This design comes from an exercise in tuning for small area, a short achievable clock period and few clock cycles on the open sky130 flow, not from production work. Function was checked by simulation only, so behaviour that the tests miss may differ from the original.

Setup of the reference run:
==> flow/design.v (excerpt) <==
module slv_mvblk (
    input  wire        clk,
    input  wire        rst,
    input  wire        in_valid,
    output wire        in_ready,
    input  wire [31:0] in_data,
    output reg         out_valid,
    input  wire        out_ready,
    output reg  [31:0] out_data,
    output reg         out_sat,
    output reg         out_last
);
    reg        ir;               
    reg  [8:0] widx;             
    reg  [3:0] dlt;              
    reg  [4:0] cd;               
    reg  [1:0] nrow;             
    assign in_ready = ir;
    wire take = in_valid && ir;
    wire [8:0] widx_inc = (widx == 9'd272) ? 9'd0 : widx + 9'd1;
    wire       is_a     = (widx >= 9'd17);
    wire       rowst    = is_a && (widx[3:0] == 4'd1);    
    wire       is_x0    = (widx == 9'd1);
    reg [31:0] d0;
    reg        fx0;              
    reg        t_hdr, t_x, t_a;
    reg        slow;             
    reg  [8:0] thi, ohi;         
    reg  [7:0] tlo;              
    reg  [5:0] kh;               
    reg  [6:0] shl;              
    reg        h_busy;
    reg  [5:0] hcnt;
    reg        acc_full;
    reg        ov_i;             
    wire       xfer  = h_busy && (hcnt == 6'd0) && !ov_i;
    wire       hload = acc_full && (!h_busy || xfer);
    wire [1:0] nrow_h = nrow - {1'b0, hload};
    wire       row_ok = (nrow == 2'd0) ||
                        (nrow == 2'd1 && (hload || !h_busy ||
                                          (!ov_i && hcnt <= 6'd4)));
    wire [3:0] dlt_nt = dlt - 4'd1;
  ...
Size: ~1000 flip-flops.
export LEC_CHECK = 0
export CAP_MARGIN = 20
export CORE_MARGIN = 2
export CORE_UTILIZATION = 60
export SLEW_MARGIN = 20
create_clock -name core_clock -period 18.0 [get_ports {clk}]
standard.sh (not shown) runs the stock make flow with config.mk's settings and CLKGATE_MAP_FILE= SYNTH_SCRIPT=/design/flow/synth_recipe.tcl, a recipe that flattens the netlist after the stock synthesis.
==> flow/flow/run.sh <==
#!/bin/bash
# Standard layout (the standard.sh, unchanged synthesis), with changes only
# to how it is optimised:
#  - ports are buffered with buf_4 instead of the default delay-type buffer;
#  - repair_timing (after CTS and after global routing) aims for extra setup
#    margin and may change cell footprints, so the resizer also speeds up
#    paths that already meet the 18 ns clock.
# The clock period, the SDC and every other setting are the standard flow's.
set -euo pipefail
bash standard.sh "BUFFER_PORTS_ARGS=-buffer_cell sky130_fd_sc_hd__buf_4" \
    SETUP_SLACK_MARGIN=13.2 MATCH_CELL_FOOTPRINT=0 finish > standard_flow.log 2>&1
The reference run ran to completion and came out clean on the timing, DRC and antenna checks.
Testbench counts of the reference run, summed over its fixed seeds: cycles 52,498.
Inputs modified between the reference run and the trial run:
diff --git a/flow/design.v b/flow/design.v
--- a/flow/design.v
+++ b/flow/design.v
@@ -27,23 +27,21 @@
     reg        slow;             
     reg  [8:0] thi, ohi;         
     reg  [7:0] tlo;              
     reg  [5:0] kh;               
     reg  [6:0] shl;              
     reg        h_busy;
     reg  [5:0] hcnt;
     reg        acc_full;
-    reg        ov_i;             
-    wire       xfer  = h_busy && (hcnt == 6'd0) && !ov_i;
-    wire       hload = acc_full && (!h_busy || xfer);
+    wire       taken = out_valid && out_ready;
+    wire       hload = acc_full && !h_busy;
     wire [1:0] nrow_h = nrow - {1'b0, hload};
     wire       row_ok = (nrow == 2'd0) ||
-                        (nrow == 2'd1 && (hload || !h_busy ||
-                                          (!ov_i && hcnt <= 6'd4)));
+                        (nrow == 2'd1 && (hload || !h_busy || taken));
     wire [3:0] dlt_nt = dlt - 4'd1;
     wire [3:0] dlt_t  = is_x0 ? 4'd0 : dlt;
     wire [4:0] cd_nt  = (cd == 5'd0) ? 5'd0 : cd - 5'd1;
     wire [4:0] cd_t   = (is_a && slow) ? 5'd18 : cd_nt;
     function ok_word;
         input [8:0] w;
         input [3:0] dn;
         input [4:0] cn;
@@ -103,17 +101,19 @@
     reg [31:0] xr [0:15];
     always @(posedge clk) begin
         for (i = 0; i < 15; i = i + 1)
             xr[i] <= xr[i + 1];
         xr[15] <= t_x ? {d0[31:1], d0[0] | fx0} : xr[0];
     end
     wire [31:0] ma = {d0[31:1], d0[0] | fx0};
     wire [31:0] mx = xr[0];
-    wire        mneg = ma[31] ^ mx[31];
+    reg         mneg;            
+    always @(posedge clk)
+        mneg <= in_data[31] ^ xr[1][31];
     wire [63:0] mk;
     wire [62:0] mb;
     genvar gj;
     generate
         for (gj = 0; gj < 64; gj = gj + 1) begin : g_mk
             assign mk[gj] = thi[gj / 8] | (ohi[gj / 8] & tlo[gj % 8]);
         end
         for (gj = 0; gj < 63; gj = gj + 1) begin : g_bias
@@ -2272,17 +2272,18 @@
         else
             pr <= {pr[79:0], 1'b0};
     end
     reg [81:0] acc;
     reg        rsat;
     reg  [3:0] pcol, prow;
     reg  [5:0] kh_row;
     reg        afl;
-    wire [81:0] acc_in = (pcol == 4'd0) ? 82'd0 : acc;
+    reg         pfirst;          
+    wire [81:0] acc_in = pfirst ? 82'd0 : acc;
     wire [81:0] sum;
     wire [81:0] pr_x = {pr[80], pr};
     wire [81:0] sum_g0 = acc_in & pr_x;
     wire [81:0] sum_p0 = acc_in ^ pr_x;
     wire sum_G1 = sum_g0[1] | (sum_p0[1] & sum_g0[0]);
     wire sum_P1 = sum_p0[1] & sum_p0[0];
     wire sum_G2 = sum_g0[3] | (sum_p0[3] & sum_g0[2]);
     wire sum_P2 = sum_p0[3] & sum_p0[2];
@@ -2674,21 +2675,23 @@
     assign sum[81] = sum_p0[81] ^ sum_G154;
     wire        a_hi   = !acc[81] && (acc[80] || acc[79]);
     wire        a_lo   = acc[81] && !(acc[80] && acc[79] && (acc[78:0] != 79'd0));
     wire [81:0] accc   = a_hi ? {3'b000, {79{1'b1}}} :
                          a_lo ? {3'b111, 78'd0, 1'b1} : acc;
     always @(posedge clk) begin
         if (rst) begin
             pcol     <= 4'd0;
+            pfirst   <= 1'b1;
             prow     <= 4'd0;
             acc_full <= 1'b0;
         end else begin
             if (add_now) begin
-                pcol <= pcol + 4'd1;
+                pcol   <= pcol + 4'd1;
+                pfirst <= (pcol == 4'd15);
                 if (pcol == 4'd15)
                     prow <= prow + 4'd1;
             end
             if (add_now && pcol == 4'd15)
                 acc_full <= 1'b1;
             else if (hload)
                 acc_full <= 1'b0;
         end
@@ -2702,17 +2705,17 @@
     reg [37:0] hv;
     reg        hr, hst, hsat, hlast;
     wire       a_ovf = (accc[81:68] != {14{accc[81]}});
     always @(posedge clk) begin
         if (rst) begin
             h_busy <= 1'b0;
         end else if (hload) begin
             h_busy <= 1'b1;
-        end else if (xfer) begin
+        end else if (taken) begin
             h_busy <= 1'b0;
         end
         if (hload) begin
             hv    <= a_ovf ? {accc[81], {37{~accc[81]}}} : accc[68:31];
             hr    <= accc[30];
             hst   <= (accc[29:0] != 30'd0);
             hcnt  <= kh_row;
             hsat  <= rsat | a_hi | a_lo;
@@ -2726,25 +2729,17 @@
     end
     wire        hinc  = hr && (!hv[37] || hst);
     wire [38:0] hsum  = {hv[37], hv} + {38'd0, hinc};
     wire        y_pos = !hsum[38] && (hsum[37:31] != 7'd0);
     wire        y_neg = hsum[38] && !((hsum[37:31] == 7'h7F) && (hsum[30:0] != 31'd0));
     always @(posedge clk) begin
         if (rst)
             out_valid <= 1'b0;
-        else if (xfer)
-            out_valid <= 1'b1;
-        else if (out_ready)
+        else if (taken)
             out_valid <= 1'b0;
-        if (rst)
-            ov_i <= 1'b0;
-        else if (xfer)
-            ov_i <= 1'b1;
-        else if (out_ready)
-            ov_i <= 1'b0;
-        if (xfer) begin
-            out_data <= y_pos ? 32'h7FFF_FFFF : (y_neg ? 32'h8000_0001 : hsum[31:0]);
-            out_sat  <= hsat | y_pos | y_neg;
-            out_last <= hlast;
-        end
+        else if (h_busy && hcnt == 6'd0)
+            out_valid <= 1'b1;
+        out_data <= y_pos ? 32'h7FFF_FFFF : (y_neg ? 32'h8000_0001 : hsum[31:0]);
+        out_sat  <= hsat | y_pos | y_neg;
+        out_last <= hlast;
     end
 endmodule
### Flow results
- Diff the reference run -> the trial run | share of the final layout cell area in multi-input gates | increase of 0.39 points
- The die area of the trial run falls short of that of the reference run by about 0.6%.
- The trial run vs. the reference run: smallest hold slack lower, final worst setup slack higher, post-synthesis adder-cell area fraction roughly the same.
- The trial run ends up with lower final area than the reference run does.
- The trial run against the reference run: number of non-clock inverters increased by 17 relative to the old numbers; final-layout clock buffer total now sits lower.
- The trial run reports a higher count of inserted antenna diode cells than the reference run does.
- Maximum clock frequency (lower): the reference run
- Global-route usage essentially unchanged between the reference run and the trial run.
Testbench counts of the trial run, summed over its fixed seeds: cycles 52,498.

==> separate check: timing with driven ports <==
Ports are ideal in the flow. The routed layouts listed here were re-timed in OpenROAD.
Step 1 sets driving cells, clkbuf_16 on the clock port and buf_2 on the other inputs (assumed; they add their load-dependent delay and slew).
Step 2 adds t to the input delays and takes it off the output delays; t is the mean of the earliest and latest rising clock arrival at the registers after step 1. Input paths then give back, and output paths get back, about the clock's delay inside the block.
Three values: ideal, step 1, step 2; two values: the first two.
run	shift t [ns]	setup slack, ns	hold WS [ns]	clock arrival spread, ns	worst register clock-pin slew, ns
the reference run	0.774	13.126 / 13.055 / 12.840	0.306 / 0.306 / 0.306	0.049 / 0.049	0.07 / 0.07
the trial run	0.794	13.205 / 13.126 / 12.926	0.303 / 0.303 / 0.303	0.041 / 0.042	0.07 / 0.07
After both steps every run listed still meets setup and hold. For the reference run, which loses most, drivers alone change the setup slack by -0.071 ns; drivers and shift together by -0.286 ns.
